Source: an optimization exercise on an open RTL-to-GDS flow (aim: small area and few clock cycles per item). Production flows keep margins and buffers that such runs may drop. In this exercise RTL edits were held to simulation tests only and were not proved equivalent to the original.

==> flow/design.v, too long to show whole: its modules and the start of the top module <==
// module pix_corr: 4960 lines
// module pc_fa: 4 lines
module pix_corr (
    input  wire        clk,
    input  wire        rst,
    input  wire        in_valid,
    output wire        in_ready,
    input  wire [17:0] in_pix,
    input  wire [2:0]  in_bcode,
    input  wire [17:0] in_offset,
    input  wire [17:0] in_gain,
    input  wire [17:0] in_ratio,
    input  wire [17:0] in_drift,
    input  wire [2:0]  in_wcode,
    output wire        out_valid,
    input  wire        out_ready,
    output wire [17:0] out_data,
    output wire        out_sat_lo,
    output wire        out_sat_hi
);
  // ...
==> flow/flow/run.sh <==
#!/bin/bash
# The standard layout (the standard.sh, unchanged synthesis and steps), with one
# difference: the port buffers that global placement inserts on every input and output
# are sky130_fd_sc_hd__buf_1 instead of the resizer's default pick.
set -euo pipefail
export BUFFER_PORTS_ARGS="-buffer_cell sky130_fd_sc_hd__buf_1"
bash standard.sh > standard.log 2>&1
==> flow/standard.sh <==
#!/bin/bash
# synth_recipe.tcl (not shown) runs the flow's synth.tcl, then flattens the netlist and writes it again
# the make line also repeats each setting of config.mk as NAME=value (left out here)
make -C /OpenROAD-flow-scripts/flow DESIGN_CONFIG=/design/flow/config.mk WORK_HOME=/design/flow/orfs CLKGATE_MAP_FILE= SYNTH_SCRIPT=/design/flow/synth_recipe.tcl "${@:-finish}"
==> flow/config.mk <==
export PLATFORM = sky130hd
export DESIGN_NAME = pix_corr
export DESIGN_NICKNAME = pix_corr
export VERILOG_FILES = /design/flow/design.v
export SDC_FILE = /design/flow/constraint.sdc
export NUM_CORES = 4
export LEC_CHECK = 0
export ABC_AREA = 1
export CAP_MARGIN = 20
export CORE_MARGIN = 2
export CORE_UTILIZATION = 40
export CTS_BUF_LIST = sky130_fd_sc_hd__clkbuf_8
export SLEW_MARGIN = 20
export SYNTH_HIERARCHICAL = 1
export SYNTH_MINIMUM_KEEP_SIZE = 0
==> flow/constraint.sdc <==
create_clock -name core_clock -period 10.0 [get_ports {clk}]
set_input_delay 2.0000 -clock core_clock [delete_from_list [all_inputs] [get_ports {clk}]]
set_output_delay 2.0000 -clock core_clock [all_outputs]
set_load 0.01 [all_outputs]
==> results_dict.tcl, run 1 <==
set metrics [dict create \
    synth_cell_area_um2 32900 \
    dr.first_iter.drc_count 3392 \
    detailed_route_vias_per_instance 6.25 \
    synth.ff_latch_count 139 \
    firstDrtPassIters 6 \
    met2_wirelength_um 50100 \
    die_area_um2 84400 \
    worst_hold_path_type "reg2reg" \
    number_of_antenna_violations_at_the_first_check_in_global_routing 1 \
    number_of_sequential_cells 139 \
    pin_count 122 \
    maximum_number_of_pins_on_one_net_before_global_route_repair 63 \
    fp.dieH_um 291 \
    core_region_area_um2 81700 \
    die-width_um 291 \
    areaGrowthSynthToFinish_pct 8.49 \
    ys_warn_count 7 \
    grt_pass1_wl_um 172000 \
    path_common_cell "fa_1" \
    timing.hold.ws_ns 0.426 \
    port_buffers 121 \
    outcome "finished clean" \
    synthSimpleGateAreaFrac_pct 10.6 \
    layout.area.top_class "multi-input combinational cells" \
    clock_latency_ns 0.56 \
    stdcell_area_um2 35600 \
    final-hold-violation-count 0 \
    number_of_well_tap_cells_placed 1070 \
    yosys.area.top_type_share_pct 36.7 \
    critical_path.top_delay_family "adder cells" \
    crit_start "lo2$_DFFE_PP_" \
    finalClockSkew_ns 0.0154 \
    flop_to_flop_setup_slack_ns 1.65 \
]
Testbench counts, summed over its fixed seeds: cycles 16,016, items 16,000.
==> run 2: changes to the inputs <==
--- a/flow/design.v
+++ b/flow/design.v
@@ -3390,17 +3390,17 @@
     assign bt753 = (d1[13] & ~d1[12] & ~d1[11]) | (~d1[13] & d1[12] & d1[11]);
     assign bn754 = d1[15];
     assign bo755 = d1[14] ^ d1[13];
     assign bt756 = (d1[15] & ~d1[14] & ~d1[13]) | (~d1[15] & d1[14] & d1[13]);
     assign bn757 = d1[17];
     assign bo758 = d1[16] ^ d1[15];
     assign bt759 = (d1[17] & ~d1[16] & ~d1[15]) | (~d1[17] & d1[16] & d1[15]);
     assign bo760 = d1[18] ^ d1[17];
-    assign bt761 = ~d1[19] & d1[18] & d1[17];
+    assign bt761 = 1'b0;
     assign p762 = ((bo734 & (~g1[0]))) ^ bn733;
     assign p763 = ((bo734 & (~g1[1])) | (bt735 & (~g1[0]))) ^ bn733;
     assign p764 = ((bo734 & (~g1[2])) | (bt735 & (~g1[1]))) ^ bn733;
     assign p765 = ((bo734 & (~g1[3])) | (bt735 & (~g1[2]))) ^ bn733;
     assign p766 = ((bo734 & (~g1[4])) | (bt735 & (~g1[3]))) ^ bn733;
     assign p767 = ((bo734 & (~g1[5])) | (bt735 & (~g1[4]))) ^ bn733;
     assign p768 = ((bo734 & (~g1[6])) | (bt735 & (~g1[5]))) ^ bn733;
     assign p769 = ((bo734 & (~g1[7])) | (bt735 & (~g1[6]))) ^ bn733;
==> run 2 against run 1 <==
  * Wire length grew 3.7%
  * Count of clock-buffer cells in the layout is the same
  * Sequential share of layout area is essentially flat
  * Final cell count shrank 0.52%
  * Register-to-register slack gained 0.28 ns
  * Final area shrank 0.91%
  * Clock skew shrank 0.0010 ns
  * First-iteration DRC count shrank 10%
  * Utilization grew 0.16 points
==> results_dict.tcl, run 2 <==
set metrics [dict create \
    outcome "finished clean" \
    cell_count_after_synthesis 3504 \
    areaGrowthSynthToFinish_pct 8.03 \
    largest_register_ffs 36 \
    die_area_um2 84000 \
    antenna_violating_nets_left 0 \
    gr-total-overflow 0 \
    worstSetupStartpointType "register" \
    max_freq_mhz 104 \
    gp_routability_congestion 1.00 \
    fin_crit_ns 9.59 \
    firstDrtPassIters 6 \
    core_region_area_um2 80700 \
    port_buffers 121 \
    slowest_stage "edfxtp_1" \
    final_setup_violations 0 \
    worstSetupEndpointType "output pin" \
    detailed_route_vias_per_instance 6.24 \
    report.final.slew_viol_count 0 \
    clockBufferDepth 2 \
    pre_cts_ws_ns -0.0635 \
    critical_path_class "reg2out" \
    timing.max_cap.violations 0 \
    initial_utilization_pct 40.5 \
    path_max_fanout 11 \
    dpl.hpwl_um 84700 \
    post_route_cells_drive_above_1_share_pct 7.97 \
    r2r.worst_path.cells 18 \
    final_common_cell "fa_1" \
    dr.first_iter.drc_count 3054 \
    synth.ff_latch_count 138 \
    placement_rows 104 \
    clock_latency_ns 0.53 \
    timing.max_slew.rel_slack_pct 25.5 \
    post_layout_nonfiller_instances 4610 \
    ys_warn_count 7 \
    timing.hold.ws_ns 0.426 \
    cell_count_post_placement 4562 \
    tritoncts.num_buffers 17 \
    post-route-worst-setup-slack_ns 0.408 \
    worst_margin_slew_ns 1.12 \
    whs_path_depth 0 \
    root_driver "clkbuf_8" \
    top_register "g1" \
    wire_length_per_cell_um 24.9 \
    most_frequent_cells_in_the_layout "fa_1, nand2_1, xor2_1" \
    finalWirelength_um 115000 \
    maximum_number_of_pins_on_one_net_before_global_route_repair 90 \
    number_of_antenna_violations_at_the_first_check_in_global_routing 1 \
    synth_most_common_cell "nand2_1" \
    grt_pass1_wl_um 179000 \
    first_global_vias 29500 \
    fin_nets 4369 \
    synth_sequential_area_ratio_pct 12.6 \
    cts_max_level 4 \
    tritoncts "done" \
    timing.critical_path.arrival_ns 7.59 \
    synth_area_leaders "fa_1, edfxtp_1, xor2_1" \
    path_clk_slew_ns 0.09 \
    cts_num_sinks 138 \
    post_dp_cell_area_um2 34600 \
    async_reset_ff_share_pct 0 \
    fp.dieH_um 290 \
    cts_hold_buffers 0 \
    synthDominantAreaCellType "fa_1" \
    routed-via-count 28800 \
    final-hold-violation-count 0 \
    path_common_cell "fa_1" \
    commonest_cells_in_the_netlist "nand2_1, fa_1, xor2_1" \
    fin_crit_sh_pct 95.9 \
    post_synth.cell_area_avg_um2 9.33 \
    post_synth_top_flop "edfxtp_1" \
    slowest_delay_ns 0.55 \
    drc 0 \
    synth_edf_count 136 \
    worstPathRequired_ns 8.00 \
    yosys.area.top_type_share_pct 36.9 \
    synth_cell_area_um2 32700 \
    grt_overall_usage_pct 27.4 \
    die-width_um 290 \
    largestRegisters "g1 x36, q3r x20, d1 x19" \
    pin_count 122 \
    finalClockSkew_ns 0.0144 \
    worst_hold_path_type "reg2reg" \
    synth_cell_types 52 \
    stdcell_area_um2 35300 \
]
==> run 2: cell types whose count changed after synthesis, sizes merged, moves of 3 or more <==
cell	previous run	this run
buf	50	69
o221ai	305	302
or2	0	3
clkbuf	223	200
a22oi	3	8
nor2	120	158
a21oi	59	65
a2111oi	4	0
nand3	47	44
inv	253	257
nand2	634	623
o22ai	385	352
==> run 2: worst max-delay path: cells and delay by family (launching register included) <==
| kind | cells | cell delay (ns) |
|---|---|---|
| DFF | 1 | 0.55 |
| AOI/OAI and AO/OA | 6 | 1.25 |
| adders and majority gates | 7 | 3.03 |
| buffers and inverters | 8 | 1.17 |
| and+or+nand+nor | 11 | 1.06 |
==> run 2: path summary, 6_finish.rpt <==
check | startpoint | endpoint | slack (ns)
hold reg to reg | w1[2]$_DFFE_PP_ | w2[2]$_DFFE_PP_ | 0.43
setup reg to reg | q1[1]$_DFFE_PP_ | q3r[18]$_DFFE_PP_ | 1.93
setup / recovery | lo2$_DFFE_PP_ | out_data[0] | 0.41
hold / removal | w1[2]$_DFFE_PP_ | w2[2]$_DFFE_PP_ | 0.43
==> run 2: final cells by class <==
cell class	instances	area, µm²
antenna	1	2.50
sequential	138	4120
timing repair inverter	2	12.5
multi-input combinational	2782	26600
timing repair buffer	279	1660
inverter	316	1200
tap	1060	1330
fill	7901	45400
clock buffer	17	234
clock inverter	15	143
==> run 2: through the flow <==
step           util (%)  setup TNS [ns]
2_1_floorplan         -               0
3_3_place_gp       42.9         -0.0446
3_5_place_dp       42.9         -0.0954
4_1_cts            43.3               0
5_1_grt            43.8         -0.0231
6_report           43.8               0
==> run 2: timing repair <==
item,CTS,global route
setup endpoints to repair,11,21
pin swaps,0,5
gates cloned,0,2
buffers inserted,0,13
resized for setup,3,60
==> run 2: modules after synthesis, one instance, submodules excluded <==
module    times used  flops+latches
pc_fa            572              0
pix_corr           1            138
==> run 2: metal layers <==
metal | GRT usage [%] | wire length [µm]
met1 | 35.2 | 44100
met2 | 44.4 | 53700
met3 | 7.51 | 12700
met4 | 9.64 | 4270
met5 | 0 | 0
==> run 2: kinds of logic after synthesis <==
family                   synth area share (%)
AND/OR/NAND/NOR                          11.1
AO/OA/AOI/OAI                            17.4
adder cells (fa/ha/maj)                  41.9
buffers and inverters                    6.83
XOR/XNOR                                 10.2
flip-flops                               12.6
other                                  0.0115
Testbench counts of run 2, summed over its fixed seeds: cycles 16,016, items 16,000.

separate check: timing with driven ports:
How much do the figures lean on ideal ports? The routed layouts below were timed once more, with nothing changed but the port constraints. Step 1, drivers: a clkbuf_16 drives clk and a buf_2 each remaining input, both assumed. Step 2 moves the port delays by t, midway between the first and last clock arrival at a register: inputs arrive t later, outputs are due t later. That takes back most of the time a late clock gives input paths. Three values: ideal ports, drivers, drivers and shift; two values: the first two.
| run | t (ns) | setup WS [ns] | latest minus earliest clock arrival (ns) |
|---|---|---|---|
| run 1 | 0.618 | 0.397 / 0.336 / 0.180 | 0.015 / 0.016 |
| run 2 | 0.582 | 0.408 / 0.355 / 0.160 | 0.020 / 0.020 |
After both steps setup and hold are still met in every run listed. The setup slack of run 2, which loses most, moves by -0.053 ns with the drivers and by -0.248 ns with both steps.
